This is an optimization exercise on Yosys and OpenROAD, whose aim is small area, a short achievable clock period and few clock cycles per item, not a production implementation.
At most, simulation tests tie the RTL to the original design; equivalence was not proved.
Only the layout flow was run in run 2; the RTL was not checked for function there.

==> flow/design.v, too long to show whole: its modules and the start of the top module <==
// module rs68_decoder: 474 lines
// module idior_fec_rx: 582 lines
module idior_fec_rx (
  input  wire        clk,
  input  wire        rst,           
  input  wire        in_valid,
  output wire        in_ready,
  input  wire [63:0] in_data,       
  output wire        out_valid,
  input  wire        out_ready,
  output reg  [63:0] out_data,      
  output wire        out_last,
  output reg  [1:0]  out_fix_even,  
  output reg         out_bad_even,  
  output reg  [1:0]  out_fix_odd,
  output reg         out_bad_odd,
  output reg         out_crc_ok
);
  // ...
==> flow/run.sh <==
#!/bin/bash
# synth_recipe.tcl (not shown) runs the flow's synth.tcl, then flattens the netlist and writes it again
# the make line also repeats each setting of config.mk as NAME=value (left out here)
make -C /OpenROAD-flow-scripts/flow DESIGN_CONFIG=/design/flow/config.mk WORK_HOME=/design/flow/orfs CLKGATE_MAP_FILE= SYNTH_SCRIPT=/design/flow/synth_recipe.tcl finish
==> flow/config.mk <==
export PLATFORM = sky130hd
export DESIGN_NAME = idior_fec_rx
export DESIGN_NICKNAME = idior_fec_rx
export VERILOG_FILES = /design/flow/design.v
export SDC_FILE = /design/flow/constraint.sdc
export NUM_CORES = 4
export LEC_CHECK = 0
export CAP_MARGIN = 20
export CORE_MARGIN = 2
export CORE_UTILIZATION = 30
export SLEW_MARGIN = 20
==> flow/constraint.sdc <==
create_clock -name core_clock -period 12.0 [get_ports {clk}]
set_input_delay 2.4000 -clock core_clock [delete_from_list [all_inputs] [get_ports {clk}]]
set_output_delay 2.4000 -clock core_clock [all_outputs]
set_load 0.01 [all_outputs]
==> impl_metrics.json, run 1 <==
{
  "status": "timing/DRC/antenna clean",
  "worstSetupEndpointType": "flop",
  "finalCoreUtilization_pct": 33.7,
  "place_area_um2": 128000,
  "grt_antenna_before_repair": 27,
  "reg2reg_from": "rsel[2]",
  "synth_top_area_cell": "edfxtp_1",
  "clk_latency_ps": 930,
  "crit_buf_inv": 1,
  "multi_input_cells": 8995,
  "clk_pin_slew_ps": 70,
  "use_met2_pct": 31.7,
  "synth_top_flop_cell": "edfxtp_1",
  "r2r_setup_slack_ps": 3030,
  "grt_pass1_wl_um": 622000,
  "largest_register_ffs": 1280,
  "slowest_stage": "buf_4",
  "hp-class": "reg2reg",
  "synthMuxAreaShare_pct": 1.42,
  "synth_edf_count": 1627,
  "multi_input_area_share_pct": 46.2,
  "largest_cell_class": "multi-input gates",
  "die_w_um": 637,
  "wire_per_inst_um": 25.0,
  "grt_use_total_pct": 20.2,
  "die_area_um2": 406000,
  "grt_pass1_vias": 88700,
  "syn_to_final_growth_pct": 12.0,
  "regArea_um2": 54400,
  "num_vias": 95300,
  "criticalPathCategory": "reg2reg",
  "synth_commonest_cells": "xnor2_1, edfxtp_1, nand2_1, nor2_1, clkbuf_1",
  "yosys.area_share.adder_pct": 0.880,
  "first_pass_iters": 7,
  "ys_async_sr_fraction_pct": 0,
  "setup_tns_ps": 0,
  "path_cells": "buf_4, a221oi_1, and3_1, nand4_1, xor3_1, xnor2_2, xor3_2, xnor3_2, xnor2_1, xnor3_1, xnor3_1, xor3_2, xnor3_1, xor2_2, xnor3_2, xnor3_2, xnor2_2, xnor3_1, o211ai_2",
  "required_ps": 12720
}
Testbench counts, summed over its fixed seeds: cycles 6,696, items 384.
==> module rs68_decoder, before the edit <==
module rs68_decoder (
  input  wire        clk,
  input  wire        load,
  input  wire [31:0] synd,         
  input  wire        r_load,
  output reg  [1:0]  fix_count,    
  output reg         bad,          
  output reg  [6:0]  pos1,         
  output reg  [6:0]  pos2,         
  output reg  [7:0]  val1,         
  output reg  [7:0]  val2          
);
  function automatic [7:0] gf_mul(input [7:0] a, input [7:0] b);
    reg [7:0] p;
    reg [7:0] aa;
    integer i;
    begin
      p  = 8'h00;
      aa = a;
      for (i = 0; i < 8; i = i + 1) begin
        if (b[i]) p = p ^ aa;
        aa = {aa[6:0], 1'b0} ^ (aa[7] ? 8'h1d : 8'h00);
      end
      gf_mul = p;
    end
  endfunction
  function automatic [7:0] gf_sq(input [7:0] a);
    begin
      gf_sq = (a[0] ? 8'h01 : 8'h00) ^
            (a[1] ? 8'h04 : 8'h00) ^
            (a[2] ? 8'h10 : 8'h00) ^
            (a[3] ? 8'h40 : 8'h00) ^
            (a[4] ? 8'h1d : 8'h00) ^
            (a[5] ? 8'h74 : 8'h00) ^
            (a[6] ? 8'hcd : 8'h00) ^
            (a[7] ? 8'h13 : 8'h00);
    end
  endfunction
  function automatic [7:0] gf_inv(input [7:0] a);
    begin
      case (a)
        8'h00: gf_inv = 8'h00;
        8'h01: gf_inv = 8'h01;
        8'h02: gf_inv = 8'h8e;
        8'h03: gf_inv = 8'hf4;
        8'h04: gf_inv = 8'h47;
        8'h05: gf_inv = 8'ha7;
        8'h06: gf_inv = 8'h7a;
        8'h07: gf_inv = 8'hba;
        8'h08: gf_inv = 8'had;
        8'h09: gf_inv = 8'h9d;
        8'h0a: gf_inv = 8'hdd;
        8'h0b: gf_inv = 8'h98;
        8'h0c: gf_inv = 8'h3d;
        8'h0d: gf_inv = 8'haa;
        8'h0e: gf_inv = 8'h5d;
        8'h0f: gf_inv = 8'h96;
        8'h10: gf_inv = 8'hd8;
        8'h11: gf_inv = 8'h72;
        8'h12: gf_inv = 8'hc0;
        8'h13: gf_inv = 8'h58;
        8'h14: gf_inv = 8'he0;
        8'h15: gf_inv = 8'h3e;
        8'h16: gf_inv = 8'h4c;
        8'h17: gf_inv = 8'h66;
        8'h18: gf_inv = 8'h90;
        8'h19: gf_inv = 8'hde;
        8'h1a: gf_inv = 8'h55;
        8'h1b: gf_inv = 8'h80;
        8'h1c: gf_inv = 8'ha0;
        8'h1d: gf_inv = 8'h83;
        8'h1e: gf_inv = 8'h4b;
        8'h1f: gf_inv = 8'h2a;
        8'h20: gf_inv = 8'h6c;
        8'h21: gf_inv = 8'hed;
        8'h22: gf_inv = 8'h39;
        8'h23: gf_inv = 8'h51;
        8'h24: gf_inv = 8'h60;
        8'h25: gf_inv = 8'h56;
        8'h26: gf_inv = 8'h2c;
        8'h27: gf_inv = 8'h8a;
        8'h28: gf_inv = 8'h70;
        8'h29: gf_inv = 8'hd0;
        8'h2a: gf_inv = 8'h1f;
        8'h2b: gf_inv = 8'h4a;
        8'h2c: gf_inv = 8'h26;
        8'h2d: gf_inv = 8'h8b;
        8'h2e: gf_inv = 8'h33;
        8'h2f: gf_inv = 8'h6e;
        8'h30: gf_inv = 8'h48;
        8'h31: gf_inv = 8'h89;
        8'h32: gf_inv = 8'h6f;
        8'h33: gf_inv = 8'h2e;
        8'h34: gf_inv = 8'ha4;
        8'h35: gf_inv = 8'hc3;
        8'h36: gf_inv = 8'h40;
        8'h37: gf_inv = 8'h5e;
        8'h38: gf_inv = 8'h50;
        8'h39: gf_inv = 8'h22;
        8'h3a: gf_inv = 8'hcf;
        8'h3b: gf_inv = 8'ha9;
        8'h3c: gf_inv = 8'hab;
        8'h3d: gf_inv = 8'h0c;
        8'h3e: gf_inv = 8'h15;
        8'h3f: gf_inv = 8'he1;
        8'h40: gf_inv = 8'h36;
        8'h41: gf_inv = 8'h5f;
        8'h42: gf_inv = 8'hf8;
        8'h43: gf_inv = 8'hd5;
        8'h44: gf_inv = 8'h92;
        8'h45: gf_inv = 8'h4e;
        8'h46: gf_inv = 8'ha6;
        8'h47: gf_inv = 8'h04;
        8'h48: gf_inv = 8'h30;
        8'h49: gf_inv = 8'h88;
        8'h4a: gf_inv = 8'h2b;
        8'h4b: gf_inv = 8'h1e;
        8'h4c: gf_inv = 8'h16;
        8'h4d: gf_inv = 8'h67;
        8'h4e: gf_inv = 8'h45;
        8'h4f: gf_inv = 8'h93;
        8'h50: gf_inv = 8'h38;
        8'h51: gf_inv = 8'h23;
        8'h52: gf_inv = 8'h68;
        8'h53: gf_inv = 8'h8c;
        8'h54: gf_inv = 8'h81;
        8'h55: gf_inv = 8'h1a;
        8'h56: gf_inv = 8'h25;
        8'h57: gf_inv = 8'h61;
        8'h58: gf_inv = 8'h13;
        8'h59: gf_inv = 8'hc1;
        8'h5a: gf_inv = 8'hcb;
        8'h5b: gf_inv = 8'h63;
        8'h5c: gf_inv = 8'h97;
        8'h5d: gf_inv = 8'h0e;
        8'h5e: gf_inv = 8'h37;
        8'h5f: gf_inv = 8'h41;
        8'h60: gf_inv = 8'h24;
        8'h61: gf_inv = 8'h57;
        8'h62: gf_inv = 8'hca;
        8'h63: gf_inv = 8'h5b;
        8'h64: gf_inv = 8'hb9;
        8'h65: gf_inv = 8'hc4;
        8'h66: gf_inv = 8'h17;
        8'h67: gf_inv = 8'h4d;
        8'h68: gf_inv = 8'h52;
        8'h69: gf_inv = 8'h8d;
        8'h6a: gf_inv = 8'hef;
        8'h6b: gf_inv = 8'hb3;
        8'h6c: gf_inv = 8'h20;
        8'h6d: gf_inv = 8'hec;
        8'h6e: gf_inv = 8'h2f;
        8'h6f: gf_inv = 8'h32;
        8'h70: gf_inv = 8'h28;
        8'h71: gf_inv = 8'hd1;
        8'h72: gf_inv = 8'h11;
        8'h73: gf_inv = 8'hd9;
        8'h74: gf_inv = 8'he9;
        8'h75: gf_inv = 8'hfb;
        8'h76: gf_inv = 8'hda;
        8'h77: gf_inv = 8'h79;
        8'h78: gf_inv = 8'hdb;
        8'h79: gf_inv = 8'h77;
        8'h7a: gf_inv = 8'h06;
        8'h7b: gf_inv = 8'hbb;
        8'h7c: gf_inv = 8'h84;
        8'h7d: gf_inv = 8'hcd;
        8'h7e: gf_inv = 8'hfe;
        8'h7f: gf_inv = 8'hfc;
        8'h80: gf_inv = 8'h1b;
        8'h81: gf_inv = 8'h54;
        8'h82: gf_inv = 8'ha1;
        8'h83: gf_inv = 8'h1d;
        8'h84: gf_inv = 8'h7c;
        8'h85: gf_inv = 8'hcc;
        8'h86: gf_inv = 8'he4;
        8'h87: gf_inv = 8'hb0;
        8'h88: gf_inv = 8'h49;
        8'h89: gf_inv = 8'h31;
        8'h8a: gf_inv = 8'h27;
        8'h8b: gf_inv = 8'h2d;
        8'h8c: gf_inv = 8'h53;
        8'h8d: gf_inv = 8'h69;
        8'h8e: gf_inv = 8'h02;
        8'h8f: gf_inv = 8'hf5;
        8'h90: gf_inv = 8'h18;
        8'h91: gf_inv = 8'hdf;
        8'h92: gf_inv = 8'h44;
        8'h93: gf_inv = 8'h4f;
        8'h94: gf_inv = 8'h9b;
        8'h95: gf_inv = 8'hbc;
        8'h96: gf_inv = 8'h0f;
        8'h97: gf_inv = 8'h5c;
        8'h98: gf_inv = 8'h0b;
        8'h99: gf_inv = 8'hdc;
        8'h9a: gf_inv = 8'hbd;
        8'h9b: gf_inv = 8'h94;
        8'h9c: gf_inv = 8'hac;
        8'h9d: gf_inv = 8'h09;
        8'h9e: gf_inv = 8'hc7;
        8'h9f: gf_inv = 8'ha2;
        8'ha0: gf_inv = 8'h1c;
        8'ha1: gf_inv = 8'h82;
        8'ha2: gf_inv = 8'h9f;
        8'ha3: gf_inv = 8'hc6;
        8'ha4: gf_inv = 8'h34;
        8'ha5: gf_inv = 8'hc2;
        8'ha6: gf_inv = 8'h46;
        8'ha7: gf_inv = 8'h05;
        8'ha8: gf_inv = 8'hce;
        8'ha9: gf_inv = 8'h3b;
        8'haa: gf_inv = 8'h0d;
        8'hab: gf_inv = 8'h3c;
        8'hac: gf_inv = 8'h9c;
        8'had: gf_inv = 8'h08;
        8'hae: gf_inv = 8'hbe;
        8'haf: gf_inv = 8'hb7;
        8'hb0: gf_inv = 8'h87;
        8'hb1: gf_inv = 8'he5;
        8'hb2: gf_inv = 8'hee;
        8'hb3: gf_inv = 8'h6b;
        8'hb4: gf_inv = 8'heb;
        8'hb5: gf_inv = 8'hf2;
        8'hb6: gf_inv = 8'hbf;
        8'hb7: gf_inv = 8'haf;
        8'hb8: gf_inv = 8'hc5;
        8'hb9: gf_inv = 8'h64;
        8'hba: gf_inv = 8'h07;
        8'hbb: gf_inv = 8'h7b;
        8'hbc: gf_inv = 8'h95;
        8'hbd: gf_inv = 8'h9a;
        8'hbe: gf_inv = 8'hae;
        8'hbf: gf_inv = 8'hb6;
        8'hc0: gf_inv = 8'h12;
        8'hc1: gf_inv = 8'h59;
        8'hc2: gf_inv = 8'ha5;
        8'hc3: gf_inv = 8'h35;
        8'hc4: gf_inv = 8'h65;
        8'hc5: gf_inv = 8'hb8;
        8'hc6: gf_inv = 8'ha3;
        8'hc7: gf_inv = 8'h9e;
        8'hc8: gf_inv = 8'hd2;
        8'hc9: gf_inv = 8'hf7;
        8'hca: gf_inv = 8'h62;
        8'hcb: gf_inv = 8'h5a;
        8'hcc: gf_inv = 8'h85;
        8'hcd: gf_inv = 8'h7d;
        8'hce: gf_inv = 8'ha8;
        8'hcf: gf_inv = 8'h3a;
        8'hd0: gf_inv = 8'h29;
        8'hd1: gf_inv = 8'h71;
        8'hd2: gf_inv = 8'hc8;
        8'hd3: gf_inv = 8'hf6;
        8'hd4: gf_inv = 8'hf9;
        8'hd5: gf_inv = 8'h43;
        8'hd6: gf_inv = 8'hd7;
        8'hd7: gf_inv = 8'hd6;
        8'hd8: gf_inv = 8'h10;
        8'hd9: gf_inv = 8'h73;
        8'hda: gf_inv = 8'h76;
        8'hdb: gf_inv = 8'h78;
        8'hdc: gf_inv = 8'h99;
        8'hdd: gf_inv = 8'h0a;
        8'hde: gf_inv = 8'h19;
        8'hdf: gf_inv = 8'h91;
        8'he0: gf_inv = 8'h14;
        8'he1: gf_inv = 8'h3f;
        8'he2: gf_inv = 8'he6;
        8'he3: gf_inv = 8'hf0;
        8'he4: gf_inv = 8'h86;
        8'he5: gf_inv = 8'hb1;
        8'he6: gf_inv = 8'he2;
        8'he7: gf_inv = 8'hf1;
        8'he8: gf_inv = 8'hfa;
        8'he9: gf_inv = 8'h74;
        8'hea: gf_inv = 8'hf3;
        8'heb: gf_inv = 8'hb4;
        8'hec: gf_inv = 8'h6d;
        8'hed: gf_inv = 8'h21;
        8'hee: gf_inv = 8'hb2;
        8'hef: gf_inv = 8'h6a;
        8'hf0: gf_inv = 8'he3;
        8'hf1: gf_inv = 8'he7;
        8'hf2: gf_inv = 8'hb5;
        8'hf3: gf_inv = 8'hea;
        8'hf4: gf_inv = 8'h03;
        8'hf5: gf_inv = 8'h8f;
        8'hf6: gf_inv = 8'hd3;
        8'hf7: gf_inv = 8'hc9;
        8'hf8: gf_inv = 8'h42;
        8'hf9: gf_inv = 8'hd4;
        8'hfa: gf_inv = 8'he8;
        8'hfb: gf_inv = 8'h75;
        8'hfc: gf_inv = 8'h7f;
        8'hfd: gf_inv = 8'hff;
        8'hfe: gf_inv = 8'h7e;
        8'hff: gf_inv = 8'hfd;
        default: gf_inv = 8'h00;
      endcase
    end
  endfunction
  function automatic [7:0] gf_pos(input [7:0] x);
    begin
      case (x)
        8'h01: gf_pos = 8'hc3;
        8'h02: gf_pos = 8'hc2;
        8'h04: gf_pos = 8'hc1;
        8'h08: gf_pos = 8'hc0;
        8'h10: gf_pos = 8'hbf;
        8'h20: gf_pos = 8'hbe;
        8'h40: gf_pos = 8'hbd;
        8'h80: gf_pos = 8'hbc;
        8'h1d: gf_pos = 8'hbb;
        8'h3a: gf_pos = 8'hba;
        8'h74: gf_pos = 8'hb9;
        8'he8: gf_pos = 8'hb8;
        8'hcd: gf_pos = 8'hb7;
        8'h87: gf_pos = 8'hb6;
        8'h13: gf_pos = 8'hb5;
        8'h26: gf_pos = 8'hb4;
        8'h4c: gf_pos = 8'hb3;
        8'h98: gf_pos = 8'hb2;
        8'h2d: gf_pos = 8'hb1;
        8'h5a: gf_pos = 8'hb0;
        8'hb4: gf_pos = 8'haf;
        8'h75: gf_pos = 8'hae;
        8'hea: gf_pos = 8'had;
        8'hc9: gf_pos = 8'hac;
        8'h8f: gf_pos = 8'hab;
        8'h03: gf_pos = 8'haa;
        8'h06: gf_pos = 8'ha9;
        8'h0c: gf_pos = 8'ha8;
        8'h18: gf_pos = 8'ha7;
        8'h30: gf_pos = 8'ha6;
        8'h60: gf_pos = 8'ha5;
        8'hc0: gf_pos = 8'ha4;
        8'h9d: gf_pos = 8'ha3;
        8'h27: gf_pos = 8'ha2;
        8'h4e: gf_pos = 8'ha1;
        8'h9c: gf_pos = 8'ha0;
        8'h25: gf_pos = 8'h9f;
        8'h4a: gf_pos = 8'h9e;
        8'h94: gf_pos = 8'h9d;
        8'h35: gf_pos = 8'h9c;
        8'h6a: gf_pos = 8'h9b;
        8'hd4: gf_pos = 8'h9a;
        8'hb5: gf_pos = 8'h99;
        8'h77: gf_pos = 8'h98;
        8'hee: gf_pos = 8'h97;
        8'hc1: gf_pos = 8'h96;
        8'h9f: gf_pos = 8'h95;
        8'h23: gf_pos = 8'h94;
        8'h46: gf_pos = 8'h93;
        8'h8c: gf_pos = 8'h92;
        8'h05: gf_pos = 8'h91;
        8'h0a: gf_pos = 8'h90;
        8'h14: gf_pos = 8'h8f;
        8'h28: gf_pos = 8'h8e;
        8'h50: gf_pos = 8'h8d;
        8'ha0: gf_pos = 8'h8c;
        8'h5d: gf_pos = 8'h8b;
        8'hba: gf_pos = 8'h8a;
        8'h69: gf_pos = 8'h89;
        8'hd2: gf_pos = 8'h88;
        8'hb9: gf_pos = 8'h87;
        8'h6f: gf_pos = 8'h86;
        8'hde: gf_pos = 8'h85;
        8'ha1: gf_pos = 8'h84;
        8'h5f: gf_pos = 8'h83;
        8'hbe: gf_pos = 8'h82;
        8'h61: gf_pos = 8'h81;
        8'hc2: gf_pos = 8'h80;
        default: gf_pos = 8'h00;
      endcase
    end
  endfunction
  function automatic [7:0] gf_qsolve(input [7:0] c);
    begin
      gf_qsolve = (c[0] ? 8'hd6 : 8'h00) ^
                (c[1] ? 8'he8 : 8'h00) ^
                (c[2] ? 8'hea : 8'h00) ^
                (c[3] ? 8'h2c : 8'h00) ^
                (c[4] ? 8'hee : 8'h00) ^
                (c[5] ? 8'h00 : 8'h00) ^
                (c[6] ? 8'h24 : 8'h00) ^
                (c[7] ? 8'h50 : 8'h00);
    end
  endfunction
  function automatic gf_tr(input [7:0] c);
    begin
      gf_tr = ^(c & 8'h20);
    end
  endfunction
  wire [7:0] s0 = synd[7:0];
  wire [7:0] s1 = synd[15:8];
  wire [7:0] s2 = synd[23:16];
  wire [7:0] s3 = synd[31:24];
  reg [7:0] a_s0, a_s1, a_det, a_num1, a_num2;
  reg       a_szero;
  always @(posedge clk) begin
    if (load) begin
      a_s0    <= s0;
      a_s1    <= s1;
      a_det   <= gf_mul(s0, s2) ^ gf_sq(s1);
      a_num1  <= gf_mul(s1, s2) ^ gf_mul(s0, s3);
      a_num2  <= gf_mul(s1, s3) ^ gf_sq(s2);
      a_szero <= (synd == 32'd0);
    end
  end
  wire       a_det0 = (a_det == 8'h00);
  reg [7:0] b_ia, b_b, b_inn, b_t, b_u, b_s0;
  reg       b_det0, b_szero, b_n1z, b_s0z;
  always @(posedge clk) begin
    b_ia    <= gf_inv(a_det0 ? a_s0 : a_det);
    b_b     <= a_det0 ? a_s1 : a_num1;
    b_inn   <= gf_inv(a_num1);
    b_t     <= gf_mul(a_num2, a_det);
    b_u     <= gf_mul(a_s1, a_det);
    b_s0    <= a_s0;
    b_det0  <= a_det0;
    b_szero <= a_szero;
    b_n1z   <= (a_num1 == 8'h00);
    b_s0z   <= (a_s0 == 8'h00);
  end
  wire [7:0] b_c = gf_mul(b_t, gf_sq(b_inn));
  reg [7:0] c_sig, c_z1, c_q, c_s0;
  reg       c_tr, c_det0, c_szero, c_n1z, c_s0z;
  always @(posedge clk) begin
    c_sig   <= gf_mul(b_b, b_ia);
    c_z1    <= gf_qsolve(b_c);
    c_tr    <= gf_tr(b_c);
    c_q     <= gf_mul(b_u, b_inn);
    c_s0    <= b_s0;
    c_det0  <= b_det0;
    c_szero <= b_szero;
    c_n1z   <= b_n1z;
    c_s0z   <= b_s0z;
  end
  wire [7:0] x1  = c_det0 ? c_sig : gf_mul(c_sig, c_z1);
  wire [7:0] x2  = x1 ^ c_sig;
  wire [7:0] y1  = c_det0 ? c_s0 : (c_q ^ gf_mul(c_s0, c_z1 ^ 8'h01));
  wire [7:0] y2  = y1 ^ c_s0;
  wire [7:0] p1  = gf_pos(x1);
  wire [7:0] p2  = gf_pos(x2);
  wire one_ok = c_det0 && !c_szero && !c_s0z && c_n1z && p1[7];
  wire two_ok = !c_det0 && !c_tr && p1[7] && p2[7];
  always @(posedge clk) begin
    if (r_load) begin
      pos1 <= p1[6:0];
      pos2 <= p2[6:0];
      if (c_szero) begin
        fix_count <= 2'd0;
        bad       <= 1'b0;
        val1      <= 8'h00;
        val2      <= 8'h00;
      end else if (one_ok) begin
        fix_count <= 2'd1;
        bad       <= 1'b0;
        val1      <= y1;
        val2      <= 8'h00;
      end else if (two_ok) begin
        fix_count <= 2'd2;
        bad       <= 1'b0;
        val1      <= y1;
        val2      <= y2;
      end else begin
        fix_count <= 2'd0;
        bad       <= 1'b1;
        val1      <= 8'h00;
        val2      <= 8'h00;
      end
    end
  end
endmodule
==> module idior_fec_rx, before the edit <==
module idior_fec_rx (
  input  wire        clk,
  input  wire        rst,           
  input  wire        in_valid,
  output wire        in_ready,
  input  wire [63:0] in_data,       
  output wire        out_valid,
  input  wire        out_ready,
  output reg  [63:0] out_data,      
  output wire        out_last,
  output reg  [1:0]  out_fix_even,  
  output reg         out_bad_even,  
  output reg  [1:0]  out_fix_odd,
  output reg         out_bad_odd,
  output reg         out_crc_ok
);
  function automatic [7:0] gf_mul(input [7:0] a, input [7:0] b);
    reg [7:0] p;
    reg [7:0] aa;
    integer i;
    begin
      p  = 8'h00;
      aa = a;
      for (i = 0; i < 8; i = i + 1) begin
        if (b[i]) p = p ^ aa;
        aa = {aa[6:0], 1'b0} ^ (aa[7] ? 8'h1d : 8'h00);
      end
      gf_mul = p;
    end
  endfunction
  function automatic [7:0] gf_sq(input [7:0] a);
    begin
      gf_sq = (a[0] ? 8'h01 : 8'h00) ^
            (a[1] ? 8'h04 : 8'h00) ^
            (a[2] ? 8'h10 : 8'h00) ^
            (a[3] ? 8'h40 : 8'h00) ^
            (a[4] ? 8'h1d : 8'h00) ^
            (a[5] ? 8'h74 : 8'h00) ^
            (a[6] ? 8'hcd : 8'h00) ^
            (a[7] ? 8'h13 : 8'h00);
    end
  endfunction
  function automatic [7:0] gf_inv(input [7:0] a);
    begin
      case (a)
        8'h00: gf_inv = 8'h00;
        8'h01: gf_inv = 8'h01;
        8'h02: gf_inv = 8'h8e;
        8'h03: gf_inv = 8'hf4;
        8'h04: gf_inv = 8'h47;
        8'h05: gf_inv = 8'ha7;
        8'h06: gf_inv = 8'h7a;
        8'h07: gf_inv = 8'hba;
        8'h08: gf_inv = 8'had;
        8'h09: gf_inv = 8'h9d;
        8'h0a: gf_inv = 8'hdd;
        8'h0b: gf_inv = 8'h98;
        8'h0c: gf_inv = 8'h3d;
        8'h0d: gf_inv = 8'haa;
        8'h0e: gf_inv = 8'h5d;
        8'h0f: gf_inv = 8'h96;
        8'h10: gf_inv = 8'hd8;
        8'h11: gf_inv = 8'h72;
        8'h12: gf_inv = 8'hc0;
        8'h13: gf_inv = 8'h58;
        8'h14: gf_inv = 8'he0;
        8'h15: gf_inv = 8'h3e;
        8'h16: gf_inv = 8'h4c;
        8'h17: gf_inv = 8'h66;
        8'h18: gf_inv = 8'h90;
        8'h19: gf_inv = 8'hde;
        8'h1a: gf_inv = 8'h55;
        8'h1b: gf_inv = 8'h80;
        8'h1c: gf_inv = 8'ha0;
        8'h1d: gf_inv = 8'h83;
        8'h1e: gf_inv = 8'h4b;
        8'h1f: gf_inv = 8'h2a;
        8'h20: gf_inv = 8'h6c;
        8'h21: gf_inv = 8'hed;
        8'h22: gf_inv = 8'h39;
        8'h23: gf_inv = 8'h51;
        8'h24: gf_inv = 8'h60;
        8'h25: gf_inv = 8'h56;
        8'h26: gf_inv = 8'h2c;
        8'h27: gf_inv = 8'h8a;
        8'h28: gf_inv = 8'h70;
        8'h29: gf_inv = 8'hd0;
        8'h2a: gf_inv = 8'h1f;
        8'h2b: gf_inv = 8'h4a;
        8'h2c: gf_inv = 8'h26;
        8'h2d: gf_inv = 8'h8b;
        8'h2e: gf_inv = 8'h33;
        8'h2f: gf_inv = 8'h6e;
        8'h30: gf_inv = 8'h48;
        8'h31: gf_inv = 8'h89;
        8'h32: gf_inv = 8'h6f;
        8'h33: gf_inv = 8'h2e;
        8'h34: gf_inv = 8'ha4;
        8'h35: gf_inv = 8'hc3;
        8'h36: gf_inv = 8'h40;
        8'h37: gf_inv = 8'h5e;
        8'h38: gf_inv = 8'h50;
        8'h39: gf_inv = 8'h22;
        8'h3a: gf_inv = 8'hcf;
        8'h3b: gf_inv = 8'ha9;
        8'h3c: gf_inv = 8'hab;
        8'h3d: gf_inv = 8'h0c;
        8'h3e: gf_inv = 8'h15;
        8'h3f: gf_inv = 8'he1;
        8'h40: gf_inv = 8'h36;
        8'h41: gf_inv = 8'h5f;
        8'h42: gf_inv = 8'hf8;
        8'h43: gf_inv = 8'hd5;
        8'h44: gf_inv = 8'h92;
        8'h45: gf_inv = 8'h4e;
        8'h46: gf_inv = 8'ha6;
        8'h47: gf_inv = 8'h04;
        8'h48: gf_inv = 8'h30;
        8'h49: gf_inv = 8'h88;
        8'h4a: gf_inv = 8'h2b;
        8'h4b: gf_inv = 8'h1e;
        8'h4c: gf_inv = 8'h16;
        8'h4d: gf_inv = 8'h67;
        8'h4e: gf_inv = 8'h45;
        8'h4f: gf_inv = 8'h93;
        8'h50: gf_inv = 8'h38;
        8'h51: gf_inv = 8'h23;
        8'h52: gf_inv = 8'h68;
        8'h53: gf_inv = 8'h8c;
        8'h54: gf_inv = 8'h81;
        8'h55: gf_inv = 8'h1a;
        8'h56: gf_inv = 8'h25;
        8'h57: gf_inv = 8'h61;
        8'h58: gf_inv = 8'h13;
        8'h59: gf_inv = 8'hc1;
        8'h5a: gf_inv = 8'hcb;
        8'h5b: gf_inv = 8'h63;
        8'h5c: gf_inv = 8'h97;
        8'h5d: gf_inv = 8'h0e;
        8'h5e: gf_inv = 8'h37;
        8'h5f: gf_inv = 8'h41;
        8'h60: gf_inv = 8'h24;
        8'h61: gf_inv = 8'h57;
        8'h62: gf_inv = 8'hca;
        8'h63: gf_inv = 8'h5b;
        8'h64: gf_inv = 8'hb9;
        8'h65: gf_inv = 8'hc4;
        8'h66: gf_inv = 8'h17;
        8'h67: gf_inv = 8'h4d;
        8'h68: gf_inv = 8'h52;
        8'h69: gf_inv = 8'h8d;
        8'h6a: gf_inv = 8'hef;
        8'h6b: gf_inv = 8'hb3;
        8'h6c: gf_inv = 8'h20;
        8'h6d: gf_inv = 8'hec;
        8'h6e: gf_inv = 8'h2f;
        8'h6f: gf_inv = 8'h32;
        8'h70: gf_inv = 8'h28;
        8'h71: gf_inv = 8'hd1;
        8'h72: gf_inv = 8'h11;
        8'h73: gf_inv = 8'hd9;
        8'h74: gf_inv = 8'he9;
        8'h75: gf_inv = 8'hfb;
        8'h76: gf_inv = 8'hda;
        8'h77: gf_inv = 8'h79;
        8'h78: gf_inv = 8'hdb;
        8'h79: gf_inv = 8'h77;
        8'h7a: gf_inv = 8'h06;
        8'h7b: gf_inv = 8'hbb;
        8'h7c: gf_inv = 8'h84;
        8'h7d: gf_inv = 8'hcd;
        8'h7e: gf_inv = 8'hfe;
        8'h7f: gf_inv = 8'hfc;
        8'h80: gf_inv = 8'h1b;
        8'h81: gf_inv = 8'h54;
        8'h82: gf_inv = 8'ha1;
        8'h83: gf_inv = 8'h1d;
        8'h84: gf_inv = 8'h7c;
        8'h85: gf_inv = 8'hcc;
        8'h86: gf_inv = 8'he4;
        8'h87: gf_inv = 8'hb0;
        8'h88: gf_inv = 8'h49;
        8'h89: gf_inv = 8'h31;
        8'h8a: gf_inv = 8'h27;
        8'h8b: gf_inv = 8'h2d;
        8'h8c: gf_inv = 8'h53;
        8'h8d: gf_inv = 8'h69;
        8'h8e: gf_inv = 8'h02;
        8'h8f: gf_inv = 8'hf5;
        8'h90: gf_inv = 8'h18;
        8'h91: gf_inv = 8'hdf;
        8'h92: gf_inv = 8'h44;
        8'h93: gf_inv = 8'h4f;
        8'h94: gf_inv = 8'h9b;
        8'h95: gf_inv = 8'hbc;
        8'h96: gf_inv = 8'h0f;
        8'h97: gf_inv = 8'h5c;
        8'h98: gf_inv = 8'h0b;
        8'h99: gf_inv = 8'hdc;
        8'h9a: gf_inv = 8'hbd;
        8'h9b: gf_inv = 8'h94;
        8'h9c: gf_inv = 8'hac;
        8'h9d: gf_inv = 8'h09;
        8'h9e: gf_inv = 8'hc7;
        8'h9f: gf_inv = 8'ha2;
        8'ha0: gf_inv = 8'h1c;
        8'ha1: gf_inv = 8'h82;
        8'ha2: gf_inv = 8'h9f;
        8'ha3: gf_inv = 8'hc6;
        8'ha4: gf_inv = 8'h34;
        8'ha5: gf_inv = 8'hc2;
        8'ha6: gf_inv = 8'h46;
        8'ha7: gf_inv = 8'h05;
        8'ha8: gf_inv = 8'hce;
        8'ha9: gf_inv = 8'h3b;
        8'haa: gf_inv = 8'h0d;
        8'hab: gf_inv = 8'h3c;
        8'hac: gf_inv = 8'h9c;
        8'had: gf_inv = 8'h08;
        8'hae: gf_inv = 8'hbe;
        8'haf: gf_inv = 8'hb7;
        8'hb0: gf_inv = 8'h87;
        8'hb1: gf_inv = 8'he5;
        8'hb2: gf_inv = 8'hee;
        8'hb3: gf_inv = 8'h6b;
        8'hb4: gf_inv = 8'heb;
        8'hb5: gf_inv = 8'hf2;
        8'hb6: gf_inv = 8'hbf;
        8'hb7: gf_inv = 8'haf;
        8'hb8: gf_inv = 8'hc5;
        8'hb9: gf_inv = 8'h64;
        8'hba: gf_inv = 8'h07;
        8'hbb: gf_inv = 8'h7b;
        8'hbc: gf_inv = 8'h95;
        8'hbd: gf_inv = 8'h9a;
        8'hbe: gf_inv = 8'hae;
        8'hbf: gf_inv = 8'hb6;
        8'hc0: gf_inv = 8'h12;
        8'hc1: gf_inv = 8'h59;
        8'hc2: gf_inv = 8'ha5;
        8'hc3: gf_inv = 8'h35;
        8'hc4: gf_inv = 8'h65;
        8'hc5: gf_inv = 8'hb8;
        8'hc6: gf_inv = 8'ha3;
        8'hc7: gf_inv = 8'h9e;
        8'hc8: gf_inv = 8'hd2;
        8'hc9: gf_inv = 8'hf7;
        8'hca: gf_inv = 8'h62;
        8'hcb: gf_inv = 8'h5a;
        8'hcc: gf_inv = 8'h85;
        8'hcd: gf_inv = 8'h7d;
        8'hce: gf_inv = 8'ha8;
        8'hcf: gf_inv = 8'h3a;
        8'hd0: gf_inv = 8'h29;
        8'hd1: gf_inv = 8'h71;
        8'hd2: gf_inv = 8'hc8;
        8'hd3: gf_inv = 8'hf6;
        8'hd4: gf_inv = 8'hf9;
        8'hd5: gf_inv = 8'h43;
        8'hd6: gf_inv = 8'hd7;
        8'hd7: gf_inv = 8'hd6;
        8'hd8: gf_inv = 8'h10;
        8'hd9: gf_inv = 8'h73;
        8'hda: gf_inv = 8'h76;
        8'hdb: gf_inv = 8'h78;
        8'hdc: gf_inv = 8'h99;
        8'hdd: gf_inv = 8'h0a;
        8'hde: gf_inv = 8'h19;
        8'hdf: gf_inv = 8'h91;
        8'he0: gf_inv = 8'h14;
        8'he1: gf_inv = 8'h3f;
        8'he2: gf_inv = 8'he6;
        8'he3: gf_inv = 8'hf0;
        8'he4: gf_inv = 8'h86;
        8'he5: gf_inv = 8'hb1;
        8'he6: gf_inv = 8'he2;
        8'he7: gf_inv = 8'hf1;
        8'he8: gf_inv = 8'hfa;
        8'he9: gf_inv = 8'h74;
        8'hea: gf_inv = 8'hf3;
        8'heb: gf_inv = 8'hb4;
        8'hec: gf_inv = 8'h6d;
        8'hed: gf_inv = 8'h21;
        8'hee: gf_inv = 8'hb2;
        8'hef: gf_inv = 8'h6a;
        8'hf0: gf_inv = 8'he3;
        8'hf1: gf_inv = 8'he7;
        8'hf2: gf_inv = 8'hb5;
        8'hf3: gf_inv = 8'hea;
        8'hf4: gf_inv = 8'h03;
        8'hf5: gf_inv = 8'h8f;
        8'hf6: gf_inv = 8'hd3;
        8'hf7: gf_inv = 8'hc9;
        8'hf8: gf_inv = 8'h42;
        8'hf9: gf_inv = 8'hd4;
        8'hfa: gf_inv = 8'he8;
        8'hfb: gf_inv = 8'h75;
        8'hfc: gf_inv = 8'h7f;
        8'hfd: gf_inv = 8'hff;
        8'hfe: gf_inv = 8'h7e;
        8'hff: gf_inv = 8'hfd;
        default: gf_inv = 8'h00;
      endcase
    end
  endfunction
  function automatic [7:0] gf_pos(input [7:0] x);
    begin
      case (x)
        8'h01: gf_pos = 8'hc3;
        8'h02: gf_pos = 8'hc2;
        8'h04: gf_pos = 8'hc1;
        8'h08: gf_pos = 8'hc0;
        8'h10: gf_pos = 8'hbf;
        8'h20: gf_pos = 8'hbe;
        8'h40: gf_pos = 8'hbd;
        8'h80: gf_pos = 8'hbc;
        8'h1d: gf_pos = 8'hbb;
        8'h3a: gf_pos = 8'hba;
        8'h74: gf_pos = 8'hb9;
        8'he8: gf_pos = 8'hb8;
        8'hcd: gf_pos = 8'hb7;
        8'h87: gf_pos = 8'hb6;
        8'h13: gf_pos = 8'hb5;
        8'h26: gf_pos = 8'hb4;
        8'h4c: gf_pos = 8'hb3;
        8'h98: gf_pos = 8'hb2;
        8'h2d: gf_pos = 8'hb1;
        8'h5a: gf_pos = 8'hb0;
        8'hb4: gf_pos = 8'haf;
        8'h75: gf_pos = 8'hae;
        8'hea: gf_pos = 8'had;
        8'hc9: gf_pos = 8'hac;
        8'h8f: gf_pos = 8'hab;
        8'h03: gf_pos = 8'haa;
        8'h06: gf_pos = 8'ha9;
        8'h0c: gf_pos = 8'ha8;
        8'h18: gf_pos = 8'ha7;
        8'h30: gf_pos = 8'ha6;
        8'h60: gf_pos = 8'ha5;
        8'hc0: gf_pos = 8'ha4;
        8'h9d: gf_pos = 8'ha3;
        8'h27: gf_pos = 8'ha2;
        8'h4e: gf_pos = 8'ha1;
        8'h9c: gf_pos = 8'ha0;
        8'h25: gf_pos = 8'h9f;
        8'h4a: gf_pos = 8'h9e;
        8'h94: gf_pos = 8'h9d;
        8'h35: gf_pos = 8'h9c;
        8'h6a: gf_pos = 8'h9b;
        8'hd4: gf_pos = 8'h9a;
        8'hb5: gf_pos = 8'h99;
        8'h77: gf_pos = 8'h98;
        8'hee: gf_pos = 8'h97;
        8'hc1: gf_pos = 8'h96;
        8'h9f: gf_pos = 8'h95;
        8'h23: gf_pos = 8'h94;
        8'h46: gf_pos = 8'h93;
        8'h8c: gf_pos = 8'h92;
        8'h05: gf_pos = 8'h91;
        8'h0a: gf_pos = 8'h90;
        8'h14: gf_pos = 8'h8f;
        8'h28: gf_pos = 8'h8e;
        8'h50: gf_pos = 8'h8d;
        8'ha0: gf_pos = 8'h8c;
        8'h5d: gf_pos = 8'h8b;
        8'hba: gf_pos = 8'h8a;
        8'h69: gf_pos = 8'h89;
        8'hd2: gf_pos = 8'h88;
        8'hb9: gf_pos = 8'h87;
        8'h6f: gf_pos = 8'h86;
        8'hde: gf_pos = 8'h85;
        8'ha1: gf_pos = 8'h84;
        8'h5f: gf_pos = 8'h83;
        8'hbe: gf_pos = 8'h82;
        8'h61: gf_pos = 8'h81;
        8'hc2: gf_pos = 8'h80;
        default: gf_pos = 8'h00;
      endcase
    end
  endfunction
  function automatic [7:0] gf_qsolve(input [7:0] c);
    begin
      gf_qsolve = (c[0] ? 8'hd6 : 8'h00) ^
                (c[1] ? 8'he8 : 8'h00) ^
                (c[2] ? 8'hea : 8'h00) ^
                (c[3] ? 8'h2c : 8'h00) ^
                (c[4] ? 8'hee : 8'h00) ^
                (c[5] ? 8'h00 : 8'h00) ^
                (c[6] ? 8'h24 : 8'h00) ^
                (c[7] ? 8'h50 : 8'h00);
    end
  endfunction
  function automatic gf_tr(input [7:0] c);
    begin
      gf_tr = ^(c & 8'h20);
    end
  endfunction
  localparam integer NSLOT = 20;
  reg  [4:0]  in_cnt;       
  reg         in_rdy;
  reg  [63:0] ir_data;
  reg         ir_full;      
  reg         ir_first;     
  reg         ir_chk;       
  reg  [4:0]  cnt;          
  reg  [NSLOT-1:0] wsel;    
  reg  [NSLOT-1:0] rsel;    
  wire in_fire  = in_valid && in_rdy;
  wire space    = (cnt != NSLOT);
  wire ir_go    = ir_full && (ir_chk || space);    
  wire wr_en    = ir_full && !ir_chk && space;
  wire launch   = ir_full && ir_chk;
  wire ir_open  = !ir_full || ir_go;               
  assign in_ready = in_rdy;
  reg         ov;           
  reg         olast;
  reg  [3:0]  ok;           
  reg         rv;           
  reg         d1, d2, rdy;  
  wire out_adv = !ov || out_ready;
  wire rd_en   = out_adv && rv;
  wire r_load  = rdy && !rv;
  wire [4:0] cnt_n = cnt + {4'd0, wr_en} - {4'd0, rd_en};
  wire       irf_n = (in_fire && ir_open) || (ir_full && !ir_go);
  assign out_valid = ov;
  assign out_last  = olast;
  always @(posedge clk) begin
    if (ir_open)
      ir_data <= in_data;
  end
  always @(posedge clk) begin
    if (rst) begin
      in_cnt   <= 5'd0;
      in_rdy   <= 1'b0;
      ir_full  <= 1'b0;
      ir_first <= 1'b0;
      ir_chk   <= 1'b0;
      cnt      <= 5'd0;
      wsel     <= {{(NSLOT-1){1'b0}}, 1'b1};
      rsel     <= {{(NSLOT-1){1'b0}}, 1'b1};
      ov       <= 1'b0;
      olast    <= 1'b0;
      ok       <= 4'd0;
      rv       <= 1'b0;
      d1       <= 1'b0;
      d2       <= 1'b0;
      rdy      <= 1'b0;
    end else begin
      if (in_fire)
        in_cnt <= (in_cnt == 5'd16) ? 5'd0 : in_cnt + 5'd1;
      if (ir_open) begin
        ir_full  <= in_fire;
        ir_first <= (in_cnt == 5'd0);
        ir_chk   <= (in_cnt == 5'd16);
      end
      in_rdy <= !irf_n || (cnt_n != NSLOT);
      cnt    <= cnt_n;
      if (wr_en)
        wsel <= {wsel[NSLOT-2:0], wsel[NSLOT-1]};
      if (rd_en) begin
        rsel  <= {rsel[NSLOT-2:0], rsel[NSLOT-1]};
        ov    <= 1'b1;
        olast <= (ok == 4'd15);
        ok    <= ok + 4'd1;
      end else if (out_adv) begin
        ov    <= 1'b0;
      end
      d1  <= launch;
      d2  <= d1;
      rdy <= d2 || (rdy && !r_load);
      if (r_load)
        rv <= 1'b1;
      else if (rd_en && ok == 4'd15)
        rv <= 1'b0;
    end
  end
  reg  [63:0] slot [0:NSLOT-1];
  reg  [63:0] rdata;
  integer si;
  genvar gi;
  generate
    for (gi = 0; gi < NSLOT; gi = gi + 1) begin : g_slot
      always @(posedge clk) begin
        if (wr_en && wsel[gi])
          slot[gi] <= ir_data;
      end
    end
  endgenerate
  always @(*) begin
    rdata = 64'd0;
    for (si = 0; si < NSLOT; si = si + 1)
      rdata = rdata | (rsel[si] ? slot[si] : 64'd0);
  end
  reg  [31:0] se_acc, so_acc;
  reg  [31:0] se_n, so_n;
  integer j, i;
  always @(*) begin
    for (j = 0; j < 4; j = j + 1) begin
      se_n[8*j +: 8] = ir_first ? 8'h00 : se_acc[8*j +: 8];
      so_n[8*j +: 8] = ir_first ? 8'h00 : so_acc[8*j +: 8];
      for (i = 0; i < 4; i = i + 1) begin
        se_n[8*j +: 8] = gf_mul(se_n[8*j +: 8], 8'h01 << j) ^ ir_data[16*i +: 8];
        so_n[8*j +: 8] = gf_mul(so_n[8*j +: 8], 8'h01 << j) ^ ir_data[16*i+8 +: 8];
      end
    end
  end
  always @(posedge clk) begin
    if (ir_go) begin
      se_acc <= se_n;
      so_acc <= so_n;
    end
  end
  wire [6:0] e_p1, e_p2, o_p1, o_p2;
  wire [7:0] e_v1, e_v2, o_v1, o_v2;
  wire [1:0] e_fix, o_fix;
  wire       e_bad, o_bad;
  rs68_decoder u_even (
    .clk(clk), .load(launch), .synd(se_n), .r_load(r_load),
    .fix_count(e_fix), .bad(e_bad),
    .pos1(e_p1), .pos2(e_p2), .val1(e_v1), .val2(e_v2)
  );
  rs68_decoder u_odd (
    .clk(clk), .load(launch), .synd(so_n), .r_load(r_load),
    .fix_count(o_fix), .bad(o_bad),
    .pos1(o_p1), .pos2(o_p2), .val1(o_v1), .val2(o_v2)
  );
  reg  [63:0] cdata;
  reg  [5:0]  sym;
  integer b;
  always @(*) begin
    for (b = 0; b < 8; b = b + 1) begin
      sym = {ok, b[2:1]};
      cdata[8*b +: 8] = rdata[8*b +: 8];
      if (b[0] == 1'b0) begin
        if (e_p1 == {1'b0, sym}) cdata[8*b +: 8] = cdata[8*b +: 8] ^ e_v1;
        if (e_p2 == {1'b0, sym}) cdata[8*b +: 8] = cdata[8*b +: 8] ^ e_v2;
      end else begin
        if (o_p1 == {1'b0, sym}) cdata[8*b +: 8] = cdata[8*b +: 8] ^ o_v1;
        if (o_p2 == {1'b0, sym}) cdata[8*b +: 8] = cdata[8*b +: 8] ^ o_v2;
      end
    end
  end
  function automatic [31:0] crc32_byte(input [31:0] c, input [7:0] d);
    reg [31:0] r;
    integer    k;
    begin
      r = c ^ {24'h000000, d};
      for (k = 0; k < 8; k = k + 1)
        r = (r >> 1) ^ (r[0] ? 32'hedb88320 : 32'h00000000);
      crc32_byte = r;
    end
  endfunction
  reg [31:0] crc;           
  reg [31:0] crc_n, crc_t;
  integer q;
  always @(*) begin
    crc_n = crc;
    for (q = 0; q < 8; q = q + 1)
      crc_n = crc32_byte(crc_n, cdata[8*q +: 8]);
    crc_t = crc;
    for (q = 0; q < 4; q = q + 1)
      crc_t = crc32_byte(crc_t, cdata[8*q +: 8]);
  end
  always @(posedge clk) begin
    if (rst)
      crc <= 32'hffffffff;
    else if (rd_en)
      crc <= (ok == 4'd15) ? 32'hffffffff : crc_n;
  end
  always @(posedge clk) begin
    if (rd_en) begin
      out_data <= cdata;
      if (ok == 4'd15) begin
        out_crc_ok   <= ((crc_t ^ 32'hffffffff) == cdata[63:32]);
        out_fix_even <= e_fix;
        out_bad_even <= e_bad;
        out_fix_odd  <= o_fix;
        out_bad_odd  <= o_bad;
      end
    end
  end
endmodule
==> run 2, diff against run 1 <==
==> flow/design.v (replaced) <==
  function automatic [7:0] gf_mul(input [7:0] a, input [7:0] b);
    reg [7:0] p;
    reg [7:0] aa;
    integer i;
    begin
      p  = 8'h00;
      aa = a;
      for (i = 0; i < 8; i = i + 1) begin
        if (b[i]) p = p ^ aa;
        aa = {aa[6:0], 1'b0} ^ (aa[7] ? 8'h1d : 8'h00);
      end
      gf_mul = p;
    end
  endfunction
  function automatic [7:0] gf_sq(input [7:0] a);
    begin
      gf_sq = (a[0] ? 8'h01 : 8'h00) ^ (a[1] ? 8'h04 : 8'h00) ^
              (a[2] ? 8'h10 : 8'h00) ^ (a[3] ? 8'h40 : 8'h00) ^
              (a[4] ? 8'h1d : 8'h00) ^ (a[5] ? 8'h74 : 8'h00) ^
              (a[6] ? 8'hcd : 8'h00) ^ (a[7] ? 8'h13 : 8'h00);
    end
  endfunction
  function automatic [7:0] gf_inv(input [7:0] a);
    reg [7:0] a2, a4, a8, a16, a32, a64, a128;
    begin
      a2   = gf_sq(a);
      a4   = gf_sq(a2);
      a8   = gf_sq(a4);
      a16  = gf_sq(a8);
      a32  = gf_sq(a16);
      a64  = gf_sq(a32);
      a128 = gf_sq(a64);
      gf_inv = gf_mul(gf_mul(gf_mul(a2, a4), gf_mul(a8, a16)),
                      gf_mul(gf_mul(a32, a64), a128));
    end
  endfunction
module rs68_decoder (
  input  wire        clk,
  input  wire        clear,
  input  wire        sym_valid,
  input  wire [31:0] syms,         
  input  wire        do_solve,
  input  wire        do_search,
  input  wire        do_fix,
  output reg  [1:0]  fix_count,    
  output reg         bad,          
  output reg  [6:0]  pos1,         
  output reg  [6:0]  pos2,         
  output reg  [7:0]  val1,         
  output reg  [7:0]  val2          
);
  function automatic [7:0] gf_mul(input [7:0] a, input [7:0] b);
    reg [7:0] p;
    reg [7:0] aa;
    integer i;
    begin
      p  = 8'h00;
      aa = a;
      for (i = 0; i < 8; i = i + 1) begin
        if (b[i]) p = p ^ aa;
        aa = {aa[6:0], 1'b0} ^ (aa[7] ? 8'h1d : 8'h00);
      end
      gf_mul = p;
    end
  endfunction
  function automatic [7:0] gf_sq(input [7:0] a);
    begin
      gf_sq = (a[0] ? 8'h01 : 8'h00) ^ (a[1] ? 8'h04 : 8'h00) ^
              (a[2] ? 8'h10 : 8'h00) ^ (a[3] ? 8'h40 : 8'h00) ^
              (a[4] ? 8'h1d : 8'h00) ^ (a[5] ? 8'h74 : 8'h00) ^
              (a[6] ? 8'hcd : 8'h00) ^ (a[7] ? 8'h13 : 8'h00);
    end
  endfunction
  function automatic [7:0] gf_inv(input [7:0] a);
    reg [7:0] a2, a4, a8, a16, a32, a64, a128;
    begin
      a2   = gf_sq(a);
      a4   = gf_sq(a2);
      a8   = gf_sq(a4);
      a16  = gf_sq(a8);
      a32  = gf_sq(a16);
      a64  = gf_sq(a32);
      a128 = gf_sq(a64);
      gf_inv = gf_mul(gf_mul(gf_mul(a2, a4), gf_mul(a8, a16)),
                      gf_mul(gf_mul(a32, a64), a128));
    end
  endfunction
  reg [7:0] s0, s1, s2, s3;
  reg [7:0] n0, n1, n2, n3;
  integer   i;
  always @(*) begin
    n0 = s0;
    n1 = s1;
    n2 = s2;
    n3 = s3;
    for (i = 0; i < 4; i = i + 1) begin
      n0 = n0 ^ syms[8*i +: 8];
      n1 = gf_mul(n1, 8'h02) ^ syms[8*i +: 8];
      n2 = gf_mul(n2, 8'h04) ^ syms[8*i +: 8];
      n3 = gf_mul(n3, 8'h08) ^ syms[8*i +: 8];
    end
  end
  always @(posedge clk) begin
    if (clear) begin
      s0 <= 8'h00;
      s1 <= 8'h00;
      s2 <= 8'h00;
      s3 <= 8'h00;
    end else if (sym_valid) begin
      s0 <= n0;
      s1 <= n1;
      s2 <= n2;
      s3 <= n3;
    end
  end
  reg  [1:0] expect_cnt;      
  reg        solve_fail;
  wire [7:0] det     = gf_mul(s0, s2) ^ gf_mul(s1, s1);
  wire [7:0] det_inv = gf_inv(det);
  wire [7:0] s0_inv  = gf_inv(s0);
  wire [7:0] x_one   = gf_mul(s1, s0_inv);
  wire       synd_zero = (s0 == 8'h00) && (s1 == 8'h00) &&
                         (s2 == 8'h00) && (s3 == 8'h00);
  wire       one_ok  = (s0 != 8'h00) &&
                       (s2 == gf_mul(s1, x_one)) &&
                       (s3 == gf_mul(s2, x_one));
  reg  [7:0] sig1, sig2;
  always @(*) begin
    if (synd_zero) begin
      sig1 = 8'h00;
      sig2 = 8'h00;
    end else if (det != 8'h00) begin
      sig1 = gf_mul(gf_mul(s1, s2) ^ gf_mul(s0, s3), det_inv);
      sig2 = gf_mul(gf_mul(s1, s3) ^ gf_mul(s2, s2), det_inv);
    end else begin
      sig1 = x_one;
      sig2 = 8'h00;
    end
  end
  always @(posedge clk) begin
    if (do_solve) begin
      if (synd_zero) begin
        expect_cnt <= 2'd0;
        solve_fail <= 1'b0;
      end else if (det != 8'h00) begin
        expect_cnt <= 2'd2;
        solve_fail <= 1'b0;
      end else begin
        expect_cnt <= 2'd1;
        solve_fail <= !one_ok;
      end
    end
  end
  reg  [7:0] t1, t2, xr;
  reg  [6:0] m0;
  reg  [1:0] nroots;          
  reg  [7:0] x1, x2;          
  reg  [6:0] p1, p2;          
  reg  [1:0] nroots_n;
  reg  [7:0] x1_n, x2_n;
  reg  [6:0] p1_n, p2_n;
  reg  [7:0] ev, tt1, tt2, xx;
  integer    j;
  always @(*) begin
    nroots_n = nroots;
    x1_n     = x1;
    x2_n     = x2;
    p1_n     = p1;
    p2_n     = p2;
    tt1      = t1;
    tt2      = t2;
    xx       = xr;
    for (j = 0; j < 4; j = j + 1) begin
      ev = 8'h01 ^ tt1 ^ tt2;
      if (ev == 8'h00) begin
        case (nroots_n)
          2'd0: begin
            x1_n     = xx;
            p1_n     = m0 + j[6:0];
            nroots_n = 2'd1;
          end
          2'd1: begin
            x2_n     = xx;
            p2_n     = m0 + j[6:0];
            nroots_n = 2'd2;
          end
          default: nroots_n = 2'd3;
        endcase
      end
      tt1 = gf_mul(tt1, 8'h02);    
      tt2 = gf_mul(tt2, 8'h04);    
      xx  = gf_mul(xx, 8'h8e);     
    end
  end
  always @(posedge clk) begin
    if (do_solve) begin
      t1     <= gf_mul(sig1, 8'ha5);    
      t2     <= gf_mul(sig2, 8'h76);    
      xr     <= 8'hc2;                  
      m0     <= 7'd0;
      nroots <= 2'd0;
      x1     <= 8'h00;
      x2     <= 8'h00;
      p1     <= 7'd0;
      p2     <= 7'd0;
    end else if (do_search) begin
      t1     <= tt1;
      t2     <= tt2;
      xr     <= xx;
      m0     <= m0 + 7'd4;
      nroots <= nroots_n;
      x1     <= x1_n;
      x2     <= x2_n;
      p1     <= p1_n;
      p2     <= p2_n;
    end
  end
  wire [7:0] y1_two = gf_mul(s1 ^ gf_mul(s0, x2), gf_inv(x1 ^ x2));
  always @(posedge clk) begin
    if (clear) begin
      fix_count <= 2'd0;
      bad       <= 1'b0;
      pos1      <= 7'd0;
      pos2      <= 7'd0;
      val1      <= 8'h00;
      val2      <= 8'h00;
    end else if (do_fix) begin
      pos1 <= p1;
      pos2 <= p2;
      if (solve_fail || nroots != expect_cnt) begin
        fix_count <= 2'd0;
        bad       <= 1'b1;
        val1      <= 8'h00;
        val2      <= 8'h00;
      end else begin
        fix_count <= expect_cnt;
        bad       <= 1'b0;
        case (expect_cnt)
          2'd1: begin
            val1 <= s0;
            val2 <= 8'h00;
          end
          2'd2: begin
            val1 <= y1_two;
            val2 <= y1_two ^ s0;
          end
          default: begin
            val1 <= 8'h00;
            val2 <= 8'h00;
          end
        endcase
      end
    end
  end
endmodule
module idior_fec_rx (
  input  wire        clk,
  input  wire        rst,           
  input  wire        in_valid,
  output wire        in_ready,
  input  wire [63:0] in_data,       
  output wire        out_valid,
  input  wire        out_ready,
  output reg  [63:0] out_data,      
  output wire        out_last,
  output wire [1:0]  out_fix_even,  
  output wire        out_bad_even,  
  output wire [1:0]  out_fix_odd,
  output wire        out_bad_odd,
  output reg         out_crc_ok
);
  localparam [2:0] ST_RECV   = 3'd0,
                   ST_SOLVE  = 3'd1,
                   ST_SEARCH = 3'd2,
                   ST_FIX    = 3'd3,
                   ST_OUT    = 3'd4;
  reg [2:0] state;
  reg [4:0] beat;
  reg [63:0] unit_buf [0:15];
  wire in_fire  = in_valid && in_ready;
  wire out_fire = out_valid && out_ready;
  assign in_ready  = (state == ST_RECV);
  assign out_valid = (state == ST_OUT);
  assign out_last  = (state == ST_OUT) && (beat == 5'd15);
  always @(posedge clk) begin
    if (rst) begin
      state <= ST_RECV;
      beat  <= 5'd0;
    end else begin
      case (state)
        ST_RECV:
          if (in_fire) begin
            if (beat == 5'd16) begin
              beat  <= 5'd0;
              state <= ST_SOLVE;
            end else begin
              beat <= beat + 5'd1;
            end
          end
        ST_SOLVE:
          state <= ST_SEARCH;
        ST_SEARCH:
          if (beat == 5'd16) begin
            beat  <= 5'd0;
            state <= ST_FIX;
          end else begin
            beat <= beat + 5'd1;
          end
        ST_FIX:
          state <= ST_OUT;
        ST_OUT:
          if (out_fire) begin
            if (beat == 5'd15) begin
              beat  <= 5'd0;
              state <= ST_RECV;
            end else begin
              beat <= beat + 5'd1;
            end
          end
        default: begin
          state <= ST_RECV;
          beat  <= 5'd0;
        end
      endcase
    end
  end
  always @(posedge clk) begin
    if (in_fire && beat != 5'd16)
      unit_buf[beat[3:0]] <= in_data;
  end
  wire clear_cw  = rst || (out_fire && beat == 5'd15);
  wire solve_cw  = (state == ST_SOLVE);
  wire search_cw = (state == ST_SEARCH);
  wire fix_cw    = (state == ST_FIX);
  wire [31:0] even_syms = {in_data[55:48], in_data[39:32], in_data[23:16], in_data[7:0]};
  wire [31:0] odd_syms  = {in_data[63:56], in_data[47:40], in_data[31:24], in_data[15:8]};
  wire [6:0] even_pos1, even_pos2, odd_pos1, odd_pos2;
  wire [7:0] even_val1, even_val2, odd_val1, odd_val2;
  rs68_decoder u_even (
    .clk       (clk),
    .clear     (clear_cw),
    .sym_valid (in_fire),
    .syms      (even_syms),
    .do_solve  (solve_cw),
    .do_search (search_cw),
    .do_fix    (fix_cw),
    .fix_count (out_fix_even),
    .bad       (out_bad_even),
    .pos1      (even_pos1),
    .pos2      (even_pos2),
    .val1      (even_val1),
    .val2      (even_val2)
  );
  rs68_decoder u_odd (
    .clk       (clk),
    .clear     (clear_cw),
    .sym_valid (in_fire),
    .syms      (odd_syms),
    .do_solve  (solve_cw),
    .do_search (search_cw),
    .do_fix    (fix_cw),
    .fix_count (out_fix_odd),
    .bad       (out_bad_odd),
    .pos1      (odd_pos1),
    .pos2      (odd_pos2),
    .val1      (odd_val1),
    .val2      (odd_val2)
  );
  reg [31:0] crc;           
  reg [31:0] crc_n;
  reg [7:0]  byte_v;
  reg [6:0]  sym;
  integer    b;
  always @(*) begin
    for (b = 0; b < 8; b = b + 1) begin
      byte_v = unit_buf[beat[3:0]][8*b +: 8];
      sym    = {1'b0, beat[3:0], b[2:1]};
      if (b[0] == 1'b0) begin
        if (sym == even_pos1) byte_v = byte_v ^ even_val1;
        if (sym == even_pos2) byte_v = byte_v ^ even_val2;
      end else begin
        if (sym == odd_pos1) byte_v = byte_v ^ odd_val1;
        if (sym == odd_pos2) byte_v = byte_v ^ odd_val2;
      end
      out_data[8*b +: 8] = byte_v;
    end
  end
  function automatic [31:0] crc32_byte(input [31:0] c, input [7:0] d);
    reg [31:0] r;
    integer    k;
    begin
      r = c ^ {24'h000000, d};
      for (k = 0; k < 8; k = k + 1)
        r = (r >> 1) ^ (r[0] ? 32'hedb88320 : 32'h00000000);
      crc32_byte = r;
    end
  endfunction
  integer q;
  reg [31:0] crc_tail;
  always @(*) begin
    crc_n = crc;
    for (q = 0; q < 8; q = q + 1)
      crc_n = crc32_byte(crc_n, out_data[8*q +: 8]);
    crc_tail = crc;
    for (q = 0; q < 4; q = q + 1)
      crc_tail = crc32_byte(crc_tail, out_data[8*q +: 8]);
    out_crc_ok = ((crc_tail ^ 32'hffffffff) == out_data[63:32]);
  end
  always @(posedge clk) begin
    if (state != ST_OUT)
      crc <= 32'hffffffff;
    else if (out_fire)
      crc <= crc_n;
  end
endmodule
==> run 2 against run 1 <==
Against the previous run:
- still clean
- sequential cell count decreased by 573
- die area increased by 24%
- critical path depth increased by 24
- global-route usage about the same
- fmax decreased by 22%
- clock skew decreased by 94 ps
- synthesized cell count increased by 43%
- routed wire length increased by 23%
==> impl_metrics.json, run 2 <==
{
  "clockBufferDepth": 3,
  "finalSetupViolations": 0,
  "netlist_area_um2": 149000,
  "final_cell_mix": "xnor2_1, nand2_1, nor2_1, edfxtp_1, xor2_1",
  "drt_iter0_drc": 15800,
  "yosysWarnings": 2,
  "worstHoldEndpoint": "u_even.pos2[0]",
  "layout-drive-gt1-share_pct": 11.8,
  "reg2reg_depth": 43,
  "syn_area_per_cell_um2": 8.69,
  "ys_types": 104,
  "largest_register_ffs": 1024,
  "ys_async_sr_fraction_pct": 0,
  "slew_headroom_pct": 19.3,
  "synth_top_area_cell": "xnor2_1",
  "timing.final.max_slew_violations": 0,
  "grt_use_total_pct": 20.2,
  "ant_nets": 0,
  "cp_max_fo": 13,
  "drt-met1-wl_um": 223000,
  "r2r-end": "u_even.solve_fail",
  "gp_congestion": 0.979,
  "multi_input_area_um2": 107000,
  "clk_pin_slew_ps": 70,
  "synth_cells": 17100,
  "syn_to_final_growth_pct": 12.3,
  "finClkSkew_ps": 50.3,
  "ys_seq_area_share_pct": 25.0,
  "grt_max_degree": 90,
  "grt_antenna_before_repair": 19,
  "hold_depth": 2,
  "core_area_um2": 494000,
  "slowest_stage": "xnor2_2",
  "ios": 142,
  "num_rows": 258,
  "yosys.area.top_type_share_pct": 22.0,
  "syn-num-nets": 17200,
  "worst_pin_slew_ps": 1200,
  "numCtsBuffers": 145,
  "start_util_pct": 30.1,
  "synth_commonest_cells": "xnor2_1, nand2_1, nor2_1, edfxtp_1, xor2_1",
  "synthMuxAreaShare_pct": 7.64,
  "status": "timing/DRC/antenna clean",
  "clk_latency_ps": 790,
  "yosys.area_share.simple_pct": 15.4,
  "finalWirelength_um": 530000,
  "r2r_setup_slack_ps": 480,
  "routed-wl-met3_um": 46400,
  "grt_setup_unrepaired": "true",
  "period_needed_ps": 11520,
  "synth_area_leaders": "xnor2_1, edfxtp_1, xor2_1",
  "cts_tree": "done",
  "fillers": 50700,
  "crit_path_max_incr_delay_ps": 680,
  "htreeDepth": 4,
  "hold_start": "u_even.p2[0]",
  "critPathLaunchType": "flop",
  "final-hold-violation-count": 0,
  "drc": 0,
  "synth-compound-area-share_pct": 12.6,
  "routed_via_density": 5.44,
  "wire_per_inst_um": 22.3,
  "finalCritPeriodShare_pct": 96.0,
  "grt_pass1_vias": 121000,
  "hp-class": "reg2reg",
  "criticalPathCategory": "reg2reg",
  "die_w_um": 708,
  "final_common_cell": "xnor2_1",
  "yosysMostFrequentCell": "xnor2_1",
  "cp.arrival_ps": 12000,
  "num_vias": 129000,
  "worstSetupEndpointType": "flop",
  "met2WireLength_um": 240000,
  "synthXorXnorAreaFrac_pct": 34.7,
  "setup_tns_ps": 0,
  "die_area_um2": 502000,
  "postLayoutCellArea_um2": 167000,
  "required_ps": 12480,
  "gr-total-overflow": 0,
  "cts.sinks": 1326,
  "regArea_um2": 37300,
  "synth_edf_count": 1062,
  "first_pass_iters": 8,
  "cp_common_cell": "xnor2_1",
  "ys_seq_elements": 1326,
  "topRoutingLayerUsed": "met5",
  "synth_top_flop_cell": "edfxtp_1",
  "cap_violations": 0,
  "synth_top_family_by_area": "XOR/XNOR gates",
  "nets": 17200,
  "fmaxAchievable_mhz": 86.8,
  "clockRootBuffer": "clkbuf_16",
  "grt_pass1_wl_um": 791000,
  "die_h_um": 708,
  "cts_hold_buf": 0,
  "portBuffers": 141,
  "yosys.area_share.adder_pct": 0.479,
  "hpwlAfterDp_um": 373000,
  "reg2reg_from": "u_even.s0[3]",
  "place_area_um2": 161000
}
-- run 2: cell types whose count changed after synthesis, moves of 204 or more --
| cell | before | now |
|---|---|---|
| mux2i_1 | 79 | 313 |
| edfxtp_1 | 1627 | 1062 |
| mux4_2 | 27 | 331 |
| nand2_1 | 1513 | 2278 |
| a22oi_1 | 332 | 128 |
| nor2_1 | 957 | 1598 |
| xor2_1 | 517 | 1038 |
| xnor2_1 | 2021 | 3739 |
-- run 2: how the worst max path moves through the flow --
stage | start | slack [ps] | to
after global placement | u_odd.s0[2] | 210 | u_odd.solve_fail
after global routing | u_even.s1[0] | -10 | u_even.t2[2]
after CTS | u_even.s1[0] | 80 | u_even.t2[2]
final | u_even.s0[3] | 480 | u_even.solve_fail
after floorplan | u_even.s0[6] | 30 | u_even.t2[2]
after detailed placement | u_even.s1[0] | 180 | u_even.t2[2]
-- run 2: layout make-up --
class / instances / share of cell area [%]
Multi-Input combinational cell: 14300 / 64.0
Sequential cell: 1326 / 22.3
Timing Repair Buffer: 1128 / 5.42
Tap cell: 6500 / 4.87
Clock buffer: 181 / 2.30
Clock inverter: 86 / 0.620
Inverter: 205 / 0.461
Antenna cell: 9 / 0.0135
-- run 2: layer usage --
layer	global-route usage (%)	vias to the layer above
li1	-	59100
met1	27.9	62600
met2	32.2	6324
met3	2.79	1046
met4	6.98	12
met5	0	-
-- run 2: cells by family after synthesis --
group | Yosys count
adders and majority gates | 60
xor gates and xnor gates | 5224
and+or+nand+nor | 5314
muxes | 713
DFF | 1326
AOI/OAI and AO/OA | 2968
buffers and inverters | 1523
-- run 2: through the flow --
| stage | instances | worst slack [ps] | util [%] | hold slack [ps] |
|---|---|---|---|---|
| after global routing | 23700 | -12.7 | 33.8 | 461 |
| after floorplan | 17100 | 28.7 | - | 428 |
| final | 23700 | 480 | 33.8 | 432 |
| after global placement | 23400 | 209 | 32.7 | 438 |
| after detailed placement | 23400 | 183 | 32.7 | 448 |
| after CTS | 23700 | 77.2 | 33.6 | 432 |
-- run 2: timing repair --
action	CTS	global route
resized for setup	0	94
endpoints found under the setup margin	0	51
buffers inserted	0	14
-- run 2: critical path: cells and delay by family, from the launching register on --
family          cells  cell delay (ps)
flops               1              410
compound gates      6             1320
xor+xnor           22             5770
fa+ha+maj           3             1040
buf+inv             7             1730
simple gates        5              910

[separate check: timing with driven ports]
How much do the figures lean on ideal ports? The routed layouts below were timed once more, with nothing changed but the port constraints. Step 1 assumes that a clkbuf_16 drives the clock port and a buf_2 every other input. Step 2 moves the port delays by t, midway between the first and last clock arrival at a register: inputs arrive t later, outputs are due t later. That takes back most of the time a late clock gives input paths. Slacks: ideal / step 1 / step 2; pairs: ideal / step 1.
| run | t, ns | setup WS [ns] | worst register clock-pin slew, ns |
|---|---|---|---|
| run 1 | 0.964 | 3.033 / 3.033 / 3.033 | 0.08 / 0.08 |
| run 2 | 0.859 | 0.480 / 0.418 / 0.480 | 0.07 / 0.07 |
After both steps setup and hold are still met in every run listed.
